Background: an optimization exercise with open tools, aiming at small area, a short achievable clock period and few clock cycles per item. Do not read the settings as production practice.
In this exercise RTL edits were held to simulation tests only and were not proved equivalent to the original.

## v8
==> flow/design.v (excerpt) <==
module loop_engine (
    input  wire               clk,
    input  wire               rst,         
    input  wire               start,       
    input  wire               init,        
    input  wire               pbsafe,      
    input  wire               run,         
    input  wire               stopping,    
    input  wire               llen,
    input  wire               tren,
    input  wire               trexm,
    input  wire               trlohz,
    input  wire signed [11:0] code,        
    input  wire signed [17:0] isum,        
    input  wire        [15:0] rll,         
    input  wire        [9:0]  linband,
    input  wire        [5:0]  trhyst,
    input  wire        [9:0]  trmaxs,
    input  wire        [15:0] dtrhi,       
    input  wire        [15:0] dtrlo,
    input  wire        [15:0] dmax,
    input  wire        [15:0] dmin,
    input  wire        [15:0] dhwmax,
    input  wire        [15:0] kcl,         
    input  wire        [15:0] ilimt,
    input  wire        [15:0] ilim,        
    input  wire signed [23:0] b0,          
    input  wire signed [23:0] b1,
    input  wire signed [23:0] b2,
    input  wire signed [23:0] a1,          
    input  wire signed [23:0] a2,
    input  wire signed [23:0] a3,
    input  wire signed [23:0] ki,          
    input  wire        [3:0]  bsh,
    input  wire        [4:0]  ish,
    input  wire signed [15:0] imin,        
    input  wire signed [15:0] imax,
    output wire               ready,
    output reg                done,
    output wire        [19:0] word,        
    output reg         [1:0]  tag,
    output wire signed [15:0] eeff_o,
    output wire        [1:0]  trstate,
    output reg                clamphi,
    output reg                clamplo,
    output reg                windup,
    output wire               ilimact,
    output wire        [39:0] integ,       
    output wire        [31:0] yout,        
    output reg                evt_trf,
    output reg                evt_trtof,
    output reg                evt_windf,
    output reg                evt_ilimf,
    output reg                fault_ilim
);
Size: ~8400 cells after synthesis, about 690 flip-flops, roughly 540 I/O pins, roughly 69000 um^2 of cells after synthesis.
==> flow/config.mk <==
export PLATFORM = sky130hd
export DESIGN_NAME = loop_engine
export DESIGN_NICKNAME = loop_engine
export VERILOG_FILES = /design/flow/design.v
export SDC_FILE = /design/flow/constraint.sdc
export NUM_CORES = 4
export LEC_CHECK = 0
export CAP_MARGIN = 20
export CORE_MARGIN = 2
export CORE_UTILIZATION = 45
export SLEW_MARGIN = 20
==> flow/constraint.sdc <==
create_clock -name core_clock -period 22.0 [get_ports {clk}]
set_input_delay 4.4000 -clock core_clock [delete_from_list [all_inputs] [get_ports {clk}]]
set_output_delay 4.4000 -clock core_clock [all_outputs]
set_load 0.01 [all_outputs]
standard.sh (not shown) runs the stock make flow with config.mk's settings and CLKGATE_MAP_FILE= SYNTH_SCRIPT=/design/flow/synth_recipe.tcl, a recipe that flattens the netlist after the stock synthesis.
==> flow/flow/run.sh <==
#!/bin/bash
# Standard layout (standard synthesis included), with repair_timing aiming for more
# setup slack than the clock period strictly needs, and plain buffers on the ports.
set -euo pipefail
bash standard.sh SETUP_SLACK_MARGIN=15.3 "BUFFER_PORTS_ARGS=-buffer_cell sky130_fd_sc_hd__buf_1" finish > run_make.log 2>&1
v8: flow completed, timing, DRC and antenna clean
Testbench counts of v8, summed over its fixed seeds: cycles 231,970, samples 20,000.
diff inputs: v8 => v16
diff --git a/flow/design.v b/flow/design.v
--- a/flow/design.v
+++ b/flow/design.v
@@ -72,19 +72,17 @@
     assign integ   = i_q;
     assign yout    = y1;
     assign word    = d_prev;
     assign trstate = tr_q;
     assign ilimact = ilim_q;
     reg        busy;
     reg [3:0]  ph;
     reg        mode;                
-    reg        clr_q;               
-    reg        pb_q;                
-    assign ready = !busy && !clr_q;
+    assign ready = !busy;
     wire [3:0] pt = mode ? ph - 4'd2 : ph;
     reg signed [31:0] opx;
     reg        [11:0] zb_one, zb_two, zb_neg;    
     reg        [1:0]  sh;           
     reg        [55:0] pr;           
     reg        [1:0]  shp;          
     reg signed [71:0] acc;
     reg signed [15:0] eeff;
@@ -407,41 +405,36 @@
             d_prev     <= 20'd0;
             tr_q       <= 2'd0;
             trn        <= 10'd0;
             block_q    <= 1'b0;
             clipped_q  <= 1'b0;
             nosink_q   <= 1'b0;
             ilimn      <= 16'd0;
             ilim_q     <= 1'b0;
-            clr_q      <= 1'b0;
-        end else if (clr_q) begin
-            clr_q     <= 1'b0;
-            i_q       <= 40'sd0;
-            e1        <= 16'sd0;
-            e2        <= 16'sd0;
-            y1        <= 32'sd0;
-            y2        <= 32'sd0;
-            y3        <= 32'sd0;
-            d_prev    <= 20'd0;
-            tr_q      <= 2'd0;
-            trn       <= 10'd0;
-            block_q   <= 1'b0;
-            clipped_q <= 1'b0;
-            nosink_q  <= pb_q;
-            ilimn     <= 16'd0;
-            ilim_q    <= 1'b0;
         end else if (!busy) begin
             if (start) begin
                 busy <= 1'b1;
                 mode <= llen;
                 ph   <= 4'd1;
             end else if (init) begin
-                clr_q <= 1'b1;
-                pb_q  <= pbsafe;
+                i_q       <= 40'sd0;
+                e1        <= 16'sd0;
+                e2        <= 16'sd0;
+                y1        <= 32'sd0;
+                y2        <= 32'sd0;
+                y3        <= 32'sd0;
+                d_prev    <= 20'd0;
+                tr_q      <= 2'd0;
+                trn       <= 10'd0;
+                block_q   <= 1'b0;
+                clipped_q <= 1'b0;
+                nosink_q  <= pbsafe;
+                ilimn     <= 16'd0;
+                ilim_q    <= 1'b0;
             end
         end else begin
             ph <= ph + 4'd1;
             if (do_tr) begin
                 e2 <= e1;
                 e1 <= ef_c;
             end
             if (do_y) begin
When the final numbers for v8 and v16 were put side by side, the worst setup skew after layout turned out to be smaller in v16.
Compared with v8, in v16 simple-gate share of the synthesized area went down by 0.62 points, overall routed net length went up 1.5%, xor/xnor share of the synthesized area roughly the same.
Changes observed in v16 relative to v8: number of setup buffers added after CTS up 33, worst setup margin went down, cell count fell 1.6%, share of the yosys chip area belonging to registers flat, number of cells on the critical path up 12%.
v16 vs. v8: maximum frequency now smaller.
Testbench counts of v16, summed over its fixed seeds: cycles 231,970, samples 20,000.

==> static timing again, ports no longer ideal <==
How much do the figures lean on ideal ports? The routed layouts below were timed once more, with nothing changed but the port constraints.
Step 1 assumes that a clkbuf_16 drives the clock port and a buf_2 every other input.
Step 2 also shifts input and output timing later by t, the mid clock arrival at the registers, as if the neighbouring blocks saw the same clock.
Slacks: ideal ports / drivers / drivers and shift; pairs: ideal ports / drivers.
| run | shift t [ns] | slack for setup (ns) | clock arrival spread, ns | worst register clock-pin slew, ns |
|---|---|---|---|---|
| v8 | 0.805 | 15.404 / 15.404 / 15.105 | 0.065 / 0.065 | 0.07 / 0.07 |
| v16 | 0.774 | 15.246 / 15.246 / 14.870 | 0.051 / 0.051 | 0.07 / 0.07 |
After both steps setup and hold are still met in every run listed. The setup slack of v16, which loses most, moves by 0.000 ns with the drivers and by -0.376 ns with both steps.
